Context: an optimization exercise on an open-source flow, tuned for small area, a short achievable clock period and few clock cycles per item. The choices shown serve that exercise and are no tape-out recipe. No functional check of the RTL was part of this run.

$ cat flow/design.v
module g_xor2 (input wire a, input wire b, output wire y);
    assign y = a ^ b;
endmodule
module g_xnor2 (input wire a, input wire b, output wire y);
    assign y = ~(a ^ b);
endmodule
module g_nand2 (input wire a, input wire b, output wire y);
    assign y = ~(a & b);
endmodule
module g_and2 (input wire a, input wire b, output wire y);
    assign y = a & b;
endmodule
module g_muxh (input wire s, input wire a, input wire b, output wire y);
    assign y = s ? b : ~a;
endmodule
module aes_sbox (
    input  wire [7:0] a,
    output wire [7:0] y
);
    wire U0 = a[7], U1 = a[6], U2 = a[5], U3 = a[4];
    wire U4 = a[3], U5 = a[2], U6 = a[1], U7 = a[0];
    wire T1, T1c3, T1c1, T2, T3, T4, T5, T6, T6c2, T7, T8, T9, T10, T11, T12, T13, T14, T15, T16, T17, T18, T19, T20, T21, T22, T23, T24, T25, T26, T27, M1, M2, M3, M4, M5, M6, M7, M8, M9, M10, M11, M12, M13, M14, M15, M16, M17, M18, M19, M20, M21, M22, M23, M23c4, M24, M25, M26, M27, M28, M29, M30, M31, M32, M33, M34, M35, M36, M37, M38, M39, M40, M40c5, M41, M42, M43, M44, M45, M46, M47, M48, M49, M50, M51, M52, M53, M54, M55, M56, M57, M58, M59, M60, M61, M62, M63, L0, L0c7, L1, L2, L3, L4, L5, L6, L6c6, L7, L8, L9, L10, L11, L12, L13, L14, L15, L16, L17, L18, L19, L20, L21, L22, L23, L24, L25, L26, L27, L28, L29, S0, S1, S2, S3, S4, S5, S6, S7;
    g_xor2 g_T1 (.a(U0), .b(U3), .y(T1));
    g_xor2 g_T1c3 (.a(U0), .b(U3), .y(T1c3));
    g_xor2 g_T1c1 (.a(U0), .b(U3), .y(T1c1));
    g_xor2 g_T2 (.a(U0), .b(U5), .y(T2));
    g_xor2 g_T3 (.a(U0), .b(U6), .y(T3));
    g_xor2 g_T4 (.a(U3), .b(U5), .y(T4));
    g_xor2 g_T5 (.a(U4), .b(U6), .y(T5));
    g_xor2 g_T6 (.a(T1), .b(T5), .y(T6));
    g_xor2 g_T6c2 (.a(T1c3), .b(T5), .y(T6c2));
    g_xor2 g_T7 (.a(U1), .b(U2), .y(T7));
    g_xor2 g_T8 (.a(U7), .b(T6c2), .y(T8));
    g_xor2 g_T9 (.a(U7), .b(T7), .y(T9));
    g_xor2 g_T10 (.a(T6), .b(T7), .y(T10));
    g_xor2 g_T11 (.a(U1), .b(U5), .y(T11));
    g_xor2 g_T12 (.a(U2), .b(U5), .y(T12));
    g_xor2 g_T13 (.a(T3), .b(T4), .y(T13));
    g_xor2 g_T14 (.a(T6c2), .b(T11), .y(T14));
    g_xor2 g_T15 (.a(T5), .b(T11), .y(T15));
    g_xor2 g_T16 (.a(T5), .b(T12), .y(T16));
    g_xor2 g_T17 (.a(T9), .b(T16), .y(T17));
    g_xor2 g_T18 (.a(U3), .b(U7), .y(T18));
    g_xor2 g_T19 (.a(T7), .b(T18), .y(T19));
    g_xor2 g_T20 (.a(T1c3), .b(T19), .y(T20));
    g_xor2 g_T21 (.a(U6), .b(U7), .y(T21));
    g_xor2 g_T22 (.a(T7), .b(T21), .y(T22));
    g_xor2 g_T23 (.a(T2), .b(T22), .y(T23));
    g_xor2 g_T24 (.a(T2), .b(T10), .y(T24));
    g_xor2 g_T25 (.a(T20), .b(T17), .y(T25));
    g_xor2 g_T26 (.a(T3), .b(T16), .y(T26));
    g_xor2 g_T27 (.a(T1c1), .b(T12), .y(T27));
    g_nand2 g_M1 (.a(T13), .b(T6), .y(M1));
    g_nand2 g_M2 (.a(T23), .b(T8), .y(M2));
    g_xnor2 g_M3 (.a(T14), .b(M1), .y(M3));
    g_nand2 g_M4 (.a(T19), .b(U7), .y(M4));
    g_xor2 g_M5 (.a(M4), .b(M1), .y(M5));
    g_nand2 g_M6 (.a(T3), .b(T16), .y(M6));
    g_nand2 g_M7 (.a(T22), .b(T9), .y(M7));
    g_xnor2 g_M8 (.a(T26), .b(M6), .y(M8));
    g_nand2 g_M9 (.a(T20), .b(T17), .y(M9));
    g_xor2 g_M10 (.a(M9), .b(M6), .y(M10));
    g_nand2 g_M11 (.a(T1c1), .b(T15), .y(M11));
    g_nand2 g_M12 (.a(T4), .b(T27), .y(M12));
    g_xor2 g_M13 (.a(M12), .b(M11), .y(M13));
    g_nand2 g_M14 (.a(T2), .b(T10), .y(M14));
    g_xor2 g_M15 (.a(M14), .b(M11), .y(M15));
    g_xnor2 g_M16 (.a(M3), .b(M2), .y(M16));
    g_xor2 g_M17 (.a(M5), .b(T24), .y(M17));
    g_xnor2 g_M18 (.a(M8), .b(M7), .y(M18));
    g_xor2 g_M19 (.a(M10), .b(M15), .y(M19));
    g_xor2 g_M20 (.a(M16), .b(M13), .y(M20));
    g_xor2 g_M21 (.a(M17), .b(M15), .y(M21));
    g_xor2 g_M22 (.a(M18), .b(M13), .y(M22));
    g_xor2 g_M23 (.a(M19), .b(T25), .y(M23));
    g_xor2 g_M23c4 (.a(M19), .b(T25), .y(M23c4));
    g_xor2 g_M24 (.a(M22), .b(M23), .y(M24));
    g_nand2 g_M25 (.a(M22), .b(M20), .y(M25));
    g_xnor2 g_M26 (.a(M21), .b(M25), .y(M26));
    g_xor2 g_M27 (.a(M20), .b(M21), .y(M27));
    g_xnor2 g_M28 (.a(M23c4), .b(M25), .y(M28));
    g_nand2 g_M29 (.a(M28), .b(M27), .y(M29));
    g_nand2 g_M30 (.a(M26), .b(M24), .y(M30));
    g_and2 g_M31 (.a(M20), .b(M23c4), .y(M31));
    g_nand2 g_M32 (.a(M27), .b(M31), .y(M32));
    g_xnor2 g_M33 (.a(M27), .b(M25), .y(M33));
    g_and2 g_M34 (.a(M21), .b(M22), .y(M34));
    g_nand2 g_M35 (.a(M24), .b(M34), .y(M35));
    g_xnor2 g_M36 (.a(M24), .b(M25), .y(M36));
    g_xnor2 g_M37 (.a(M21), .b(M29), .y(M37));
    g_xnor2 g_M38 (.a(M32), .b(M33), .y(M38));
    g_xnor2 g_M39 (.a(M23), .b(M30), .y(M39));
    g_xnor2 g_M40 (.a(M35), .b(M36), .y(M40));
    g_xnor2 g_M40c5 (.a(M35), .b(M36), .y(M40c5));
    g_xor2 g_M41 (.a(M38), .b(M40), .y(M41));
    g_xor2 g_M42 (.a(M37), .b(M39), .y(M42));
    g_xor2 g_M43 (.a(M37), .b(M38), .y(M43));
    g_xor2 g_M44 (.a(M39), .b(M40), .y(M44));
    g_xor2 g_M45 (.a(M42), .b(M41), .y(M45));
    g_nand2 g_M46 (.a(M44), .b(T6), .y(M46));
    g_nand2 g_M47 (.a(M40c5), .b(T8), .y(M47));
    g_nand2 g_M48 (.a(M39), .b(U7), .y(M48));
    g_nand2 g_M49 (.a(M43), .b(T16), .y(M49));
    g_nand2 g_M50 (.a(M38), .b(T9), .y(M50));
    g_nand2 g_M51 (.a(M37), .b(T17), .y(M51));
    g_nand2 g_M52 (.a(M42), .b(T15), .y(M52));
    g_nand2 g_M53 (.a(M45), .b(T27), .y(M53));
    g_nand2 g_M54 (.a(M41), .b(T10), .y(M54));
    g_nand2 g_M55 (.a(M44), .b(T13), .y(M55));
    g_nand2 g_M56 (.a(M40c5), .b(T23), .y(M56));
    g_nand2 g_M57 (.a(M39), .b(T19), .y(M57));
    g_nand2 g_M58 (.a(M43), .b(T3), .y(M58));
    g_nand2 g_M59 (.a(M38), .b(T22), .y(M59));
    g_nand2 g_M60 (.a(M37), .b(T20), .y(M60));
    g_nand2 g_M61 (.a(M42), .b(T1), .y(M61));
    g_nand2 g_M62 (.a(M45), .b(T4), .y(M62));
    g_nand2 g_M63 (.a(M41), .b(T2), .y(M63));
    g_xor2 g_L0 (.a(M61), .b(M62), .y(L0));
    g_xor2 g_L0c7 (.a(M61), .b(M62), .y(L0c7));
    g_xor2 g_L1 (.a(M50), .b(M56), .y(L1));
    g_xor2 g_L2 (.a(M46), .b(M48), .y(L2));
    g_xor2 g_L3 (.a(M47), .b(M55), .y(L3));
    g_xor2 g_L4 (.a(M54), .b(M58), .y(L4));
    g_xor2 g_L5 (.a(M49), .b(M61), .y(L5));
    g_xnor2 g_L6 (.a(M62), .b(L5), .y(L6));
    g_xnor2 g_L6c6 (.a(M62), .b(L5), .y(L6c6));
    g_xnor2 g_L7 (.a(M46), .b(L3), .y(L7));
    g_xor2 g_L8 (.a(M51), .b(M59), .y(L8));
    g_xor2 g_L9 (.a(M52), .b(M53), .y(L9));
    g_xnor2 g_L10 (.a(M53), .b(L4), .y(L10));
    g_xnor2 g_L11 (.a(M60), .b(L2), .y(L11));
    g_xor2 g_L12 (.a(M48), .b(M51), .y(L12));
    g_xnor2 g_L13 (.a(M50), .b(L0), .y(L13));
    g_xor2 g_L14 (.a(M52), .b(M61), .y(L14));
    g_xnor2 g_L15 (.a(M55), .b(L1), .y(L15));
    g_xnor2 g_L16 (.a(M56), .b(L0), .y(L16));
    g_xnor2 g_L17 (.a(M57), .b(L1), .y(L17));
    g_xnor2 g_L18 (.a(M58), .b(L8), .y(L18));
    g_xnor2 g_L19 (.a(M63), .b(L4), .y(L19));
    g_xor2 g_L20 (.a(L0c7), .b(L1), .y(L20));
    g_xor2 g_L21 (.a(L1), .b(L7), .y(L21));
    g_xor2 g_L22 (.a(L3), .b(L12), .y(L22));
    g_xor2 g_L23 (.a(L18), .b(L2), .y(L23));
    g_xor2 g_L24 (.a(L15), .b(L9), .y(L24));
    g_xor2 g_L25 (.a(L6), .b(L10), .y(L25));
    g_xor2 g_L26 (.a(L7), .b(L9), .y(L26));
    g_xor2 g_L27 (.a(L8), .b(L10), .y(L27));
    g_xor2 g_L28 (.a(L11), .b(L14), .y(L28));
    g_xor2 g_L29 (.a(L11), .b(L17), .y(L29));
    g_xor2 g_S0 (.a(L6), .b(L24), .y(S0));
    g_xnor2 g_S1 (.a(L16), .b(L26), .y(S1));
    g_xnor2 g_S2 (.a(L19), .b(L28), .y(S2));
    g_xor2 g_S3 (.a(L6c6), .b(L21), .y(S3));
    g_xor2 g_S4 (.a(L20), .b(L22), .y(S4));
    g_xor2 g_S5 (.a(L25), .b(L29), .y(S5));
    g_xnor2 g_S6 (.a(L13), .b(L27), .y(S6));
    g_xnor2 g_S7 (.a(L6c6), .b(L23), .y(S7));
    assign y = {S0, S1, S2, S3, S4, S5, S6, S7};
endmodule
module aes_mixcol_n (
    input  wire [31:0] c,
    output wire [31:0] mn
);
    wire [7:0] b [0:3];
    assign b[0] = c[31:24];
    assign b[1] = c[23:16];
    assign b[2] = c[15:8];
    assign b[3] = c[7:0];
    wire [7:0] p [0:3];
    wire [7:0] x [0:3];
    wire [7:0] q [0:3];
    genvar i, j;
    generate
        for (i = 0; i < 4; i = i + 1) begin : g_b
            for (j = 0; j < 8; j = j + 1) begin : g_p
                g_xor2 u_p (.a(b[i][j]), .b(b[(i + 1) % 4][j]), .y(p[i][j]));
            end
            assign x[i][0] = p[i][7];
            g_xor2 u_x1 (.a(p[i][0]), .b(p[i][7]), .y(x[i][1]));
            assign x[i][2] = p[i][1];
            g_xor2 u_x3 (.a(p[i][2]), .b(p[i][7]), .y(x[i][3]));
            g_xor2 u_x4 (.a(p[i][3]), .b(p[i][7]), .y(x[i][4]));
            assign x[i][7:5] = p[i][6:4];
            for (j = 0; j < 8; j = j + 1) begin : g_q
                g_xor2 u_q (.a(b[(i + 1) % 4][j]), .b(p[(i + 2) % 4][j]), .y(q[i][j]));
                g_xnor2 u_m (.a(x[i][j]), .b(q[i][j]), .y(mn[31 - 8 * i - 7 + j]));
            end
        end
    endgenerate
endmodule
module aes128_enc (
    input  wire         clk,
    input  wire         rst,       
    input  wire         start,
    input  wire [127:0] key,
    input  wire [127:0] block,
    output reg          done,
    output wire [127:0] result
);
    reg [127:0] state;
    reg [127:0] kregn;
    reg [3:0]   cnt;      
    reg         idle;
    reg [7:0] rc;
    always @* begin
        if (idle)
            rc = 8'h01;
        else
            case (cnt)
                4'd1: rc = 8'h02;
                4'd2: rc = 8'h04;
                4'd3: rc = 8'h08;
                4'd4: rc = 8'h10;
                4'd5: rc = 8'h20;
                4'd6: rc = 8'h40;
                4'd7: rc = 8'h80;
                4'd8: rc = 8'h1b;
                default: rc = 8'h36;
            endcase
    end
    wire [127:0] sr;
    genvar i, c, r;
    generate
        for (c = 0; c < 4; c = c + 1) begin : g_col
            for (r = 0; r < 4; r = r + 1) begin : g_row
                assign sr[127-8*(r+4*c) -: 8] = state[127-8*(r+4*((c+r)%4)) -: 8];
            end
        end
    endgenerate
    wire [127:0] mcn;
    generate
        for (c = 0; c < 4; c = c + 1) begin : g_mc
            aes_mixcol_n u_mc (.c(sr[127-32*c -: 32]), .mn(mcn[127-32*c -: 32]));
        end
    endgenerate
    wire [127:0] din, kin, sbin, nstate;
    generate
        for (i = 0; i < 128; i = i + 1) begin : g_ark
            g_muxh u_d (.s(idle), .a(mcn[i]), .b(block[i]), .y(din[i]));
            g_muxh u_k (.s(idle), .a(kregn[i]), .b(key[i]), .y(kin[i]));
            g_xor2 u_x (.a(din[i]), .b(kin[i]), .y(sbin[i]));
        end
        for (i = 0; i < 16; i = i + 1) begin : g_sub
            aes_sbox u_sb (.a(sbin[127-8*i -: 8]), .y(nstate[127-8*i -: 8]));
        end
    endgenerate
    wire [31:0] w0 = kin[127:96], w1 = kin[95:64], w2 = kin[63:32], w3 = kin[31:0];
    wire [31:0] sub;
    aes_sbox ks0 (.a(w3[23:16]), .y(sub[31:24]));
    aes_sbox ks1 (.a(w3[15:8]),  .y(sub[23:16]));
    aes_sbox ks2 (.a(w3[7:0]),   .y(sub[15:8]));
    aes_sbox ks3 (.a(w3[31:24]), .y(sub[7:0]));
    wire [31:0] w0r;
    wire [31:0] a01, a012, a0123, n0n, n1n, n2n, n3n;
    assign w0r[23:0] = w0[23:0];
    generate
        for (i = 0; i < 8; i = i + 1) begin : g_rc
            g_xor2 u_rc (.a(w0[24+i]), .b(rc[i]), .y(w0r[24+i]));
        end
        for (i = 0; i < 32; i = i + 1) begin : g_ks
            g_xor2  u_a01 (.a(w0r[i]), .b(w1[i]), .y(a01[i]));
            g_xor2  u_a012 (.a(a01[i]), .b(w2[i]), .y(a012[i]));
            g_xor2  u_a0123 (.a(a012[i]), .b(w3[i]), .y(a0123[i]));
            g_xnor2 u_n0 (.a(w0r[i]), .b(sub[i]), .y(n0n[i]));
            g_xnor2 u_n1 (.a(a01[i]), .b(sub[i]), .y(n1n[i]));
            g_xnor2 u_n2 (.a(a012[i]), .b(sub[i]), .y(n2n[i]));
            g_xnor2 u_n3 (.a(a0123[i]), .b(sub[i]), .y(n3n[i]));
        end
    endgenerate
    generate
        for (i = 0; i < 128; i = i + 1) begin : g_out
            g_xnor2 u_o (.a(sr[i]), .b(kregn[i]), .y(result[i]));
        end
    endgenerate
    always @(posedge clk) begin
        state <= nstate;
        kregn <= {n0n, n1n, n2n, n3n};
    end
    always @(posedge clk) begin
        if (rst) begin
            cnt  <= 4'd0;
            idle <= 1'b1;
            done <= 1'b0;
        end else begin
            done <= !idle && cnt == 4'd9;
            if (start && idle) begin
                cnt  <= 4'd1;
                idle <= 1'b0;
            end else if (!idle) begin
                cnt <= cnt + 4'd1;
                if (cnt == 4'd9)
                    idle <= 1'b1;
            end
        end
    end
endmodule
$ cat flow/flow/run.sh
#!/bin/bash
# The standard layout, with the smallest buffer on the ports.
set -euo pipefail
bash standard.sh BUFFER_PORTS_ARGS="-buffer_cell sky130_fd_sc_hd__buf_1" finish > standard.log 2>&1
$ cat flow/standard.sh
#!/bin/bash
# synth_recipe.tcl (not shown) runs the flow's synth.tcl, then flattens the netlist and writes it again
# the make line also repeats each setting of config.mk as NAME=value (left out here)
make -C /OpenROAD-flow-scripts/flow DESIGN_CONFIG=/design/flow/config.mk WORK_HOME=/design/flow/orfs CLKGATE_MAP_FILE= SYNTH_SCRIPT=/design/flow/synth_recipe.tcl "${@:-finish}"
$ cat flow/config.mk
export PLATFORM = sky130hd
export DESIGN_NAME = aes128_enc
export DESIGN_NICKNAME = aes128_enc
export VERILOG_FILES = /design/flow/design.v
export SDC_FILE = /design/flow/constraint.sdc
export NUM_CORES = 8
export LEC_CHECK = 0
export CAP_MARGIN = 20
export CORE_MARGIN = 2
export CORE_UTILIZATION = 70
export CTS_BUF_LIST = sky130_fd_sc_hd__clkbuf_8
export CTS_CLUSTER_DIAMETER = 60
export CTS_CLUSTER_SIZE = 16
export SETUP_SLACK_MARGIN = 3.0
export SLEW_MARGIN = 20
export SYNTH_HIERARCHICAL = 1
$ cat flow/constraint.sdc
create_clock -name core_clock -period 10.0 [get_ports {clk}]
set_input_delay 2.0000 -clock core_clock [delete_from_list [all_inputs] [get_ports {clk}]]
set_output_delay 2.0000 -clock core_clock [all_outputs]
set_load 0.01 [all_outputs]
==> out/summary.json <==
{
  "global_routing": {
    "groute.usage.overall_pct": 41.6,
    "antenna_found_initial": 3,
    "grt_start_max_net_pins": 143,
    "grt_overflow_total": 0,
    "wire_length_of_the_first_global_routing_pass_mm": 178,
    "via_count_of_the_first_global_routing_pass": 30600
  },
  "route": {
    "uppermost_routed_layer": "met5",
    "drt-met1-wl_mm": 48.2,
    "detailedRoute.firstIterationViolations": 2834,
    "met3WireLength_mm": 11.7,
    "wire_per_inst_um": 21.5,
    "vias": 30800,
    "route.met2.wl_mm": 51.8,
    "drt_first_pass_iters": 5,
    "avgViaCountPerCell": 5.52,
    "drc": 0,
    "wirelength_mm": 120,
    "detail-route-antenna-nets": 0
  },
  "sta": {
    "unrepaired_setup_endpoints_after_global_routing": "yes",
    "timing.setup.tns_ps": 0,
    "max-slew-margin-rel_pct": 28.6,
    "drv_slew": 0,
    "clk_skew_ps": 43.2,
    "report.final.hold_viol_count": 0,
    "finalCritPeriodShare_pct": 67.8,
    "tightestPinTransition_ps": 1070,
    "setup_ws_ps": 3220,
    "finalCriticalPeriod_ps": 6780,
    "max_clock_freq_ghz": 0.148,
    "setup_viol": 0
  },
  "worst_setup_path": {
    "timing.rr.end": "state[46]$_DFF_P_",
    "crit_cells": 20,
    "r2r_cells": 21,
    "crit_chain": "buf_1, nand2_1, o21ai_1, xor2_2, xor2_1, xor2_1, nand2_1, xor2_1, xor2_1, xor2_1, xor2_1, xnor2_1, xnor2_1, xor2_1, nand2_1, xor2_2, xnor2_2, xor2_1, xnor2_1, xnor2_1",
    "critPathCaptureType": "flop",
    "worstSetupEndpoint": "kregn[53]$_DFF_P_",
    "timing.critical_path.mode_cell": "sky130_fd_sc_hd__xor2_1",
    "path_max_fanout": 5,
    "cell_with_the_largest_stage_delay_on_the_worst_path": "sky130_fd_sc_hd__xnor2_1",
    "worst_setup_path_start_kind": "input pin",
    "cp_data_required_time_ps": 10530,
    "reg2reg_from": "state[23]$_DFF_P_",
    "timing.critical_path.max_delay_family": "XOR/XNOR gates",
    "cp_data_arrival_time_ps": 7300,
    "critical_path.max_stage_delay_ps": 800,
    "r2r_slack_ps": 3280,
    "worst_path_class_setup": "in -> reg",
    "worstSetupStartpoint": "key[9]",
    "timing.critical_path.buf_inv": 1
  },
  "placed_design": {
    "place_congestion": 1.05,
    "io_buffer_count": 387,
    "dpl_cell_area_mm2": 0.0402,
    "detailed_place_hpwl_mm": 101,
    "pre_cts_slack_ps": 2420
  },
  "worst_hold_path": {
    "worst_hold_path_class": "reg -> reg"
  },
  "logic_synthesis": {
    "synth_top_cells_by_area": "sky130_fd_sc_hd__xor2_1, sky130_fd_sc_hd__xnor2_1, sky130_fd_sc_hd__dfxtp_1, sky130_fd_sc_hd__nand2_1, sky130_fd_sc_hd__o21ai_1",
    "syn_nets": 4862,
    "synth_instances": 4597,
    "netlist_top_cells_count": "sky130_fd_sc_hd__xor2_1, sky130_fd_sc_hd__xnor2_1, sky130_fd_sc_hd__nand2_1",
    "synth_largest_area_cell": "sky130_fd_sc_hd__xor2_1",
    "async_flop_share_pct": 0,
    "synth_edf_count": 0,
    "synth_largest_type_area_fraction_pct": 46.8,
    "synth_cell_type_count": 25,
    "netlist_area_mm2": 0.0374,
    "synth_ff_type": "sky130_fd_sc_hd__dfxtp_1",
    "post-synth-top-count-cell": "sky130_fd_sc_hd__xor2_1",
    "yosysWarningCount": 8,
    "synth_seq_cells": 262,
    "yosysSeqAreaShare_pct": 14.0,
    "syn_avg_cell_area_um2": 8.13
  },
  "floorplanning": {
    "top_level_ports": 388,
    "die_w_um": 235,
    "rows": 84,
    "floorplan.core_area_mm2": 0.0527,
    "initial_utilization_pct": 71.0,
    "floorplan.die_area_mm2": 0.0553,
    "die_y_um": 235
  },
  "clock_tree": {
    "tritoncts_num_sinks": 262,
    "root_buffer": "sky130_fd_sc_hd__clkbuf_8",
    "htreeDepth": 1,
    "clk-insertion-delay-late_ps": 710,
    "cts_made_buffers": 31,
    "clockBufferDepth": 3,
    "clk_transition_reported_paths_ps": 100,
    "cts_hold_buf": 0,
    "tritoncts": "built"
  },
  "flow_run": {
    "maxCapViolations": 0
  },
  "layout": {
    "design.final.nets": 5137,
    "fraction_of_final_layout_cells_with_drive_strength_greater_than_1_pct": 7.15,
    "layout-area-overhead-vs-synth_pct": 10.6,
    "finalInstanceArea_mm2": 0.0413
  },
  "outcome": {
    "run_status": "complete, no violations"
  }
}
tightest hold or removal path, stage by stage, from the launching register on:
cell	delay (ps)
sky130_fd_sc_hd__dfxtp_1	360
sky130_fd_sc_hd__nand4_1	90
sky130_fd_sc_hd__a21oi_1	60
state kept, by name, summed over array words and instances, names as in the netlist:
signal,cells
cnt,4
kregn,128
idle,1
done,1
state,128
placed cells by master (no fill, tap or decap), types with 33 or more instances in the layout:
cell type                     n
sky130_fd_sc_hd__xor2_1    1849
sky130_fd_sc_hd__nand2_1    871
sky130_fd_sc_hd__xnor2_1    851
sky130_fd_sc_hd__buf_1      387
sky130_fd_sc_hd__dfxtp_1    261
sky130_fd_sc_hd__o21ai_1    250
sky130_fd_sc_hd__xor2_2     141
sky130_fd_sc_hd__xnor2_2     93
sky130_fd_sc_hd__and2_1      41
sky130_fd_sc_hd__clkbuf_8    33
what timing repair did:
item                                    CTS  global route
resized for setup                         0            51
endpoints found under the setup margin    0           149
setup buffers                             0             1
per-stage QoR:
stage / hold slack (ps) / instances / util [%]
after CTS: 547 / 5582 / 77.8
final: 544 / 5585 / 78.5
after floorplan: 487 / 4597 / -
after global placement: 520 / 5526 / 76.4
after global routing: 562 / 5584 / 78.5
after detailed placement: 535 / 5526 / 76.4
layout make-up:
| class | count | area [µm²] |
|---|---|---|
| clock buffers | 33 | 454 |
| flip-flops and latches | 262 | 5250 |
| fillers | 3996 | 11300 |
| inverters | 4 | 15.0 |
| clock inverters | 23 | 287 |
| multi-input cells | 4170 | 32900 |
| well taps | 688 | 861 |
| repair buffers | 403 | 1610 |
| diodes | 2 | 5.00 |
routing by layer:
metal / GRT usage [%] / vias to the layer above
li1: - / 14500
met5: 0 / -
met4: 24.1 / 4
met3: 6.88 / 320
met1: 55.3 / 14400
met2: 63.9 / 1575
per-module statistics from Yosys (local to each module, per instance), excerpt:
module | area, µm² | cells inside | copies in the design
g_muxh | 8.76 | 2 | 256
aes128_enc | 5530 | 305 | 1
g_and2 | 6.26 | 1 | 40
g_xor2 | 8.76 | 1 | 1996
g_nand2 | 3.75 | 1 | 640
g_xnor2 | 8.76 | 1 | 944
aes_sbox | 60.1 | 8 | 20
cells by family after synthesis:
kind of cell             count (synthesis)  share of synthesized area [%]
AO/OA/AOI/OAI                          267                           3.60
XOR/XNOR                              2940                           68.9
adder cells (fa/ha/maj)                  6                          0.201
buffers and inverters                  165                           3.28
flip-flops                             262                           14.0
multiplexers                             1                         0.0268
AND/OR/NAND/NOR                        956                           9.96
worst min-delay path by stage:
stage,slack (ps),startpoint,to,cells past startpoint
floorplan,490,cnt[0]$_SDFFE_PP0P_,cnt[3]$_SDFFE_PP0N_,2
global placement,520,cnt[0]$_SDFFE_PP0P_,cnt[3]$_SDFFE_PP0N_,2
detailed placement,540,cnt[0]$_SDFFE_PP0P_,cnt[3]$_SDFFE_PP0N_,2
CTS,550,cnt[0]$_SDFFE_PP0P_,cnt[3]$_SDFFE_PP0N_,2
global route,560,cnt[0]$_SDFFE_PP0P_,cnt[3]$_SDFFE_PP0N_,2
finish,540,cnt[0]$_SDFFE_PP0P_,cnt[3]$_SDFFE_PP0N_,2

what the ideal ports hide:
How much do the figures lean on ideal ports? The routed layout below was timed once more, with nothing changed but the port constraints.
Step 1: set_driving_cell puts a clkbuf_16 on clk and a buf_2 on each other input, an assumption about the parent block.
Step 2 adds t to the input delays and takes it off the output delays; t is the mean of the earliest and latest rising clock arrival at the registers after step 1. Input paths then give back, and output paths get back, about the clock's delay inside the block.
Slacks: ideal ports / drivers / drivers and shift; pairs: ideal ports / drivers.
shift t [ns]: 0.746
setup WS [ns]: 3.224 / 3.264 / 2.517
hold WS [ns]: 0.544 / 0.544 / 0.544
After both steps this run still meets setup and hold. For this run, drivers alone change the setup slack by +0.040 ns; drivers and shift together by -0.707 ns.
